From an optimization exercise on the open Yosys and OpenROAD flow, aimed at small area; shortcuts taken in it are not production practice. The RTL of this run was laid out without a check of its function. No activity file was given, so power comes from the tool's default toggle rates.

==> flow/run.sh <==
#!/bin/bash
# synth_recipe.tcl (not shown) runs the flow's synth.tcl, then flattens the netlist and writes it again
# the make line also repeats each setting of config.mk as NAME=value (left out here)
make -C /OpenROAD-flow-scripts/flow DESIGN_CONFIG=/design/flow/config.mk WORK_HOME=/design/flow/orfs CLKGATE_MAP_FILE= SYNTH_SCRIPT=/design/flow/synth_recipe.tcl finish
==> flow/config.mk <==
export PLATFORM = sky130hd
export DESIGN_NAME = tg_rx
export DESIGN_NICKNAME = tg_rx
export VERILOG_FILES = /design/flow/design.v
export SDC_FILE = /design/flow/constraint.sdc
export NUM_CORES = 4
export LEC_CHECK = 0
export CAP_MARGIN = 20
export CORE_MARGIN = 2
export CORE_UTILIZATION = 40
export PLACE_DENSITY = 0.6
export SLEW_MARGIN = 20
==> flow/constraint.sdc <==
create_clock -name core_clock -period 10.0 [get_ports {clk}]
set_input_delay 2.0000 -clock core_clock [delete_from_list [all_inputs] [get_ports {clk}]]
set_output_delay 2.0000 -clock core_clock [all_outputs]
set_load 0.01 [all_outputs]
==> flow/design.v <==
module tg_rx (
    input             clk,
    input             rst,
    input             cfg_ok,
    input      [15:0] own_unit,
    input      [15:0] src_rel,
    input      [15:0] src_zs,
    input      [15:0] src_den,
    input      [4:0]  seq_win,
    input             ms_tick,
    input             in_valid,
    input      [7:0]  in_data,
    input             in_last,
    input             in_net,
    output reg        out_valid,
    output reg [3:0]  out_code,
    output reg [1:0]  out_stream,
    output reg        out_net,
    output reg        out_open,
    output reg        out_match,
    output reg        out_mismatch,
    output reg        out_single,
    output reg [31:0] out_seq,
    output reg [23:0] out_pl,
    output     [2:0]  synced,
    output     [2:0]  pair_open,
    output reg [2:0]  tmo_single
);
    localparam [3:0] C_OK     = 4'h0,
                     C_CRC    = 4'h1,
                     C_FORMAT = 4'h2,
                     C_ADDR   = 4'h3,
                     C_STREAM = 4'h4,
                     C_BEHIND = 4'h5,
                     C_AHEAD  = 4'h6,
                     C_LATE   = 4'h7;
    reg [7:0]  fbuf [0:31];
    reg [5:0]  cnt;           
    reg [31:0] crc;           
    reg        ev_pend;       
    reg        ev_len_ok;
    reg        ev_net;
    function [31:0] crc32c_byte;
        input [31:0] c;
        input [7:0]  d;
        integer k;
        reg [31:0] r;
        begin
            r = c ^ {24'd0, d};
            for (k = 0; k < 8; k = k + 1)
                r = r[0] ? ((r >> 1) ^ 32'h82F63B78) : (r >> 1);
            crc32c_byte = r;
        end
    endfunction
    always @(posedge clk) begin
        if (in_valid && cnt < 6'd32)
            fbuf[cnt[4:0]] <= in_data;
        if (in_valid && cnt == 6'd0)
            crc <= crc32c_byte(32'hFFFFFFFF, in_data);
        else if (in_valid && cnt < 6'd28)
            crc <= crc32c_byte(crc, in_data);
    end
    always @(posedge clk) begin
        if (rst) begin
            cnt     <= 6'd0;
            ev_pend <= 1'b0;
        end else begin
            ev_pend <= in_valid && in_last;
            if (in_valid) begin
                if (in_last)
                    cnt <= 6'd0;
                else if (cnt != 6'd33)
                    cnt <= cnt + 6'd1;
            end
        end
        if (in_valid && in_last) begin
            ev_len_ok <= (cnt == 6'd31);
            ev_net    <= in_net;
        end
    end
    wire [15:0] f_src  = {fbuf[0], fbuf[1]};
    wire [15:0] f_dst  = {fbuf[2], fbuf[3]};
    wire [7:0]  f_type = fbuf[4];
    wire [7:0]  f_fmt  = fbuf[5];
    wire [15:0] f_rsv  = {fbuf[6], fbuf[7]};
    wire [31:0] f_seq  = {fbuf[8], fbuf[9], fbuf[10], fbuf[11]};
    wire [31:0] f_crc  = {fbuf[28], fbuf[29], fbuf[30], fbuf[31]};
    reg [223:0] f_body;       
    integer b;
    always @* begin
        for (b = 0; b < 28; b = b + 1)
            f_body[8*b +: 8] = fbuf[b];
    end
    wire type_known = (f_type == 8'd1) || (f_type == 8'd2) || (f_type == 8'd3);
    wire [1:0] st   = f_type[1:0];           
    wire [1:0] si   = st - 2'd1;             
    reg [15:0] src_cfg;
    always @* begin
        case (f_type)
            8'd1:    src_cfg = src_rel;
            8'd2:    src_cfg = src_zs;
            8'd3:    src_cfg = src_den;
            default: src_cfg = 16'd0;
        endcase
    end
    reg         syn   [0:2];
    reg         have  [0:2];    
    reg         popen [0:2];
    reg         pnet  [0:2];
    reg [4:0]   ptmr  [0:2];    
    reg [9:0]   utmr  [0:2];    
    reg [31:0]  sseq  [0:2];    
    reg [223:0] img   [0:2];    
    assign synced    = {syn[2], syn[1], syn[0]};
    assign pair_open = {popen[2], popen[1], popen[0]};
    reg [3:0]  v_code;
    reg [1:0]  v_stream;
    reg        v_open, v_complete;
    reg [31:0] d;
    always @* begin
        v_code     = C_OK;
        v_stream   = type_known ? st : 2'd0;
        v_open     = 1'b0;
        v_complete = 1'b0;
        d          = f_seq - sseq[si];
        if (!ev_len_ok) begin
            v_code   = C_FORMAT;
            v_stream = 2'd0;
        end else if (~crc != f_crc) begin
            v_code   = C_CRC;
            v_stream = 2'd0;
        end else if (f_fmt != 8'h01 || f_rsv != 16'h0000) begin
            v_code = C_FORMAT;
        end else if (!(f_dst == own_unit || f_dst == 16'hFFFF) || f_src == own_unit) begin
            v_code = C_ADDR;
        end else if (!cfg_ok || !type_known || src_cfg == 16'd0 || src_cfg != f_src) begin
            v_code = C_STREAM;
        end else if (syn[si]) begin
            if (d == 32'd0) begin
                if (popen[si] && pnet[si] != ev_net)
                    v_complete = 1'b1;
                else
                    v_code = C_LATE;
            end else if (d <= {27'd0, seq_win}) begin
                v_open = 1'b1;
            end else if (!d[31]) begin
                v_code = C_AHEAD;
            end else begin
                v_code = C_BEHIND;
            end
        end else begin
            if (popen[si] && f_seq == sseq[si]) begin
                if (pnet[si] != ev_net)
                    v_complete = 1'b1;
                else
                    v_code = C_LATE;
            end else if (!popen[si] && have[si] && f_seq == sseq[si]) begin
                v_code = C_LATE;
            end else begin
                v_open = 1'b1;
            end
        end
    end
    wire v_match = (img[si] == f_body);
    wire ev_take = ev_pend && (v_open || v_complete);    
    integer i;
    always @(posedge clk) begin
        if (rst) begin
            out_valid    <= 1'b0;
            out_open     <= 1'b0;
            out_match    <= 1'b0;
            out_mismatch <= 1'b0;
            out_single   <= 1'b0;
            tmo_single   <= 3'b000;
            for (i = 0; i < 3; i = i + 1) begin
                syn[i]   <= 1'b0;
                have[i]  <= 1'b0;
                popen[i] <= 1'b0;
            end
        end else begin
            out_valid    <= ev_pend;
            out_open     <= ev_pend && v_open;
            out_match    <= ev_pend && v_complete && v_match;
            out_mismatch <= ev_pend && v_complete && !v_match;
            out_single   <= ev_pend && v_open && popen[si];
            tmo_single   <= 3'b000;
            for (i = 0; i < 3; i = i + 1) begin
                if (ev_take && si == i[1:0]) begin
                    if (v_open) begin
                        popen[i] <= 1'b1;
                        have[i]  <= 1'b1;
                    end else begin
                        popen[i] <= 1'b0;
                        if (v_match)
                            syn[i] <= 1'b1;
                    end
                end else if (ms_tick) begin
                    if (popen[i] && ptmr[i] == 5'd23) begin
                        popen[i]      <= 1'b0;
                        tmo_single[i] <= 1'b1;
                    end
                    if (syn[i] && utmr[i] == 10'd999)
                        syn[i] <= 1'b0;
                end
            end
        end
    end
    always @(posedge clk) begin
        for (i = 0; i < 3; i = i + 1) begin
            if (ev_take && si == i[1:0]) begin
                utmr[i] <= 10'd0;
                if (v_open) begin
                    pnet[i] <= ev_net;
                    ptmr[i] <= 5'd0;
                    sseq[i] <= f_seq;
                    img[i]  <= f_body;
                end
            end else if (ms_tick) begin
                if (popen[i] && ptmr[i] != 5'd23)
                    ptmr[i] <= ptmr[i] + 5'd1;
                if (syn[i] && utmr[i] != 10'd999)
                    utmr[i] <= utmr[i] + 10'd1;
            end
        end
    end
    always @(posedge clk) begin
        if (ev_pend) begin
            out_code   <= v_code;
            out_stream <= v_stream;
            out_net    <= ev_net;
            out_seq    <= f_seq;
            out_pl     <= {fbuf[16], fbuf[17], fbuf[18]};
        end
    end
endmodule
==> summary.txt <==
Timing
  – Fin Clk Skew: 0.0369 ns
  – Hold Slack: 0.450 ns
  – Period utilization: 0.725
  – Fmax achieved: ~140 MHz
  – Setup violations, final: 0
  – Slack of the critical path: 2.75 ns
  – Least-Margin Pin Slew: ~1.3 ns
  – Slew Limit Fails: 0
  – Setup Total Neg Slack: 0 ns
  – Slew Limit Headroom: 0.152
  – Unrepaired setup endpoints after global routing: no
  – Final min period: roughly 7.2 ns
  – Fin. Hold Viols: 0

Finish
  – Fin util: 0.462
  – Post-route insts no fill: 5188
  – # nets final: 3684
  – Commonest non-fill, non-tap cell in the layout: edfxtp_1
  – Area delta synth->final: 14.7%
  – Most frequent cells in the layout: 1042 x edfxtp_1, 382 x nor2_1, 247 x a21oi_1
  – Design area: 54400 µm²
  – FILL cells: between 10000 and 15000
  – Layout cells sized above 1: 0.0888
  – FF+latch area: 32400 µm²
  – Area of the multi-input gates: roughly 14000 µm²

Floorplan
  – I/O Pins: between 150 and 200
  – Die Width: 348 µm
  – Core area: 118000 µm²
  – Starting density of the core: 0.402
  – Die ar.: 121000 µm²
  – FP Rows: about 130
  – Die height: 348 µm

Place
  – Dpl cell area: 50800 µm²
  – Cell total after placement: 4975
  – I/O Buffers: ~160
  – DP HPWL: 92600 µm
  – GPL Wtd Cong: 0.956
  – Place WS: 2.78 ns

Power and ir drop
  – Power Internal: 8.24 mW
  – Power consumption: 11.0 mW
  – Switching power: 2.76 mW
  – Combinational power share: 0.144
  – Sequential Power Share: 0.478
  – Sw Ratio: 0.251
  – Pwr/cell area: 202 nW/µm²
  – Leakage: 18.1 nW
  – Clock power share: 0.378
  – Maximum vdd drop: 0.000234 V

Yosys
  – Syn Inst Count: 3358
  – Post-synthesis async set-or-reset flop share: 0
  – Synth cell types: 83
  – Net count after synthesis: 3490
  – Syn avg cell area: 14.1 µm²
  – Synth warn: 9
  – Synthesized cell area: 47500 µm²
  – Synth Flop Type: edfxtp_1
  – Post-synth EDFFs: 1042
  – Ranking of synthesized cells by area: edfxtp_1 66%, mux2i_1 5.0%, xnor2_1 3.5%
  – Yosys top cell by area: edfxtp_1
  – Top-area cell type share of the netlist area: 0.659
  – Seq/Total Area, Yosys: 0.682
  – FF+latch count, synth: 1096

Global routing
  – Largest net degree at the start of global routing: around 140
  – Vias in the first global route: about 28000
  – Total gr overflow: 0
  – Initial antenna violation count: 6
  – First-pass GRT wire length: 197000 µm
  – GRT Total Usage: 0.224

CTS
  – CTS HTree Levels: 3
  – Hold Buf Count CTS: 0
  – Longest Clk Path Bufs: 3
  – Number of buffers created by CTS: 111
  – Insertion delay to the later sink of the worst-skew pair: approximately 0.72 ns
  – CTS tree: done
  – # clock sinks: between 1000 and 1500
  – # Post-CTS Setup Buffers: 0
  – Clock Tree Root: clkbuf_16
  – Clock transition at path regs: 0.06 ns
  – Post-CTS sizing: 0

Job
  – Maxcap violations: 0

Worst setup path
  – Crit path DAT: 7.56 ns
  – Worst Setup Path Type: reg -> reg
  – Worst endpoint required time: 10.32 ns
  – Reg2Reg Launch Point: fbuf[4][1]$_DFFE_PP_
  – Critical Path Source Type: register
  – CP endpoint kind: register
  – Worst setup path startpoint: fbuf[4][1]$_DFFE_PP_
  – Crit path max fanout: 141

Route
  – Pre-antenna DRT Iters: 5
  – DR DRC count: 0
  – Via/cell ratio: 5.62
  – Routed wire length: ~140000 µm
  – Vias: 29200
  – WL/cell: 26.6 µm
  – Post-route ant nets: 0
  – Initial drt markers: 3223

Min path
  – Hold Crit Class: reg -> reg
  – Hold Path Origin: have[0]$_SDFFE_PP0P_

Outcome
  – Status: no timing/DRC/antenna violations
==> path summary, 6_finish.rpt <==
kind                           end  slack [ns]  cells past startpoint
max          img[1][134]$_DFFE_PP_        2.75                     17
min           have[0]$_SDFFE_PP0P_        0.45                      2
max reg2reg  img[1][134]$_DFFE_PP_        2.75                     17
min reg2reg   have[0]$_SDFFE_PP0P_        0.45                      2
==> power by group through the flow <==
| stage | registers [mW] | logic [mW] | clock network, mW |
|---|---|---|---|
| 2_1_floorplan | 5.31 | 1.21 | 0 |
| 3_3_place_gp | 5.36 | 1.58 | 0 |
| 6_report | 5.26 | 1.58 | 4.16 |
| 3_5_place_dp | 5.36 | 1.56 | 0 |
| 5_1_grt | 5.26 | 1.73 | 4.42 |
| 4_1_cts | 5.26 | 1.58 | 4.23 |
==> critical path, cell delays in order (launching register included) <==
cell and delay [ns]:
edfxtp_1 0.45, buf_12 0.57, nor2_1 0.11, a21oi_1 0.15, ha_1 0.18, inv_1 0.06
fa_1 0.45, a211oi_1 0.39, o21ai_0 0.23, a221oi_1 0.67, o2111ai_1 0.28, xor2_1 0.20
nor3_1 0.20, nand4_1 0.44, o41ai_1 0.75, nand3_1 0.29, clkinvlp_4 0.55, buf_12 0.69
==> registers in the layout, summed over array words and instances (netlist names), 2 cells and up <==
signal / flops
have: 3
out_pl: 24
crc: 32
popen: 3
ptmr: 15
syn: 3
img: 672
out_stream: 2
fbuf: 256
tmo_single: 3
cnt: 6
out_code: 3
utmr: 30
out_seq: 32
pnet: 3
==> synthesized netlist by cell type (all sizes together) (8+ instances only) <==
cell type     n
a2111oi      25
a211oi       13
a21o          9
a21oi       247
a22oi        20
and2         29
and3          8
buf          76
clkbuf       52
dfxtp        54
edfxtp     1042
ha           47
inv          40
mux2         75
mux2i       242
nand2       146
nand2b       12
nand3        52
nand4        75
nand4b        9
nor2        397
nor2b        11
nor3         33
nor4         66
o2111ai      14
o211ai       11
o21a         10
o21ai        61
o22ai        13
or3           8
or4          16
xnor2       189
xor2        160
==> cell families after synthesis <==
kind of cell	count (synthesis)	share of synthesized area
XOR/XNOR	349	0.0644
AND/OR/NAND/NOR	893	0.0896
AO/OA/AOI/OAI	485	0.0635
other	1	0.0000790
flip-flops	1096	0.682
buffers and inverters	169	0.0175
multiplexers	317	0.0700
adder cells (fa/ha/maj)	48	0.0128
==> layout make-up <==
cell class,instances,area share
antenna,4,0.000184
sequential,1096,0.595
clock buffer,138,0.0544
inverter,41,0.00308
timing repair buffer,209,0.0369
multi-input combinational,2093,0.263
tap,1536,0.0353
clock inverter,71,0.0130
==> metal layers <==
metal / wire (µm) / part of all wire / GRT usage / vias to the layer above
met4: 3930 / 0.028 / 0.0686 / 0
li1: - / - / - / 13100
met3: 10300 / 0.074 / 0.0400 / 174
met1: 62200 / 0.45 / 0.328 / 14800
met2: 61800 / 0.45 / 0.341 / 1114
met5: 0 / 0 / 0 / -

-- what the ideal ports hide --
No port has a modelled driver above. Below, the same layout with a new extraction and two added sets of constraints. Step 1, drivers: a clkbuf_16 drives clk and a buf_2 each remaining input, both assumed. Step 2 times the ports against the registers' clock, not the clock port: input delays grow and output delays shrink by t, the midpoint of the rising clock arrivals with the driver on. Three values: no drivers, after step 1, after step 2; two values: the first two.
t, ns: 0.764
slack for setup (ns): 2.755 / 2.755 / 2.755
worst hold slack (ns): 0.450 / 0.450 / 0.450
worst setup path at the end: register to register
latest minus earliest clock arrival (ns): 0.040 / 0.040
After both steps setup and hold are still met in this run. For this run, drivers alone change the setup slack by 0.000 ns; drivers and shift together by 0.000 ns.
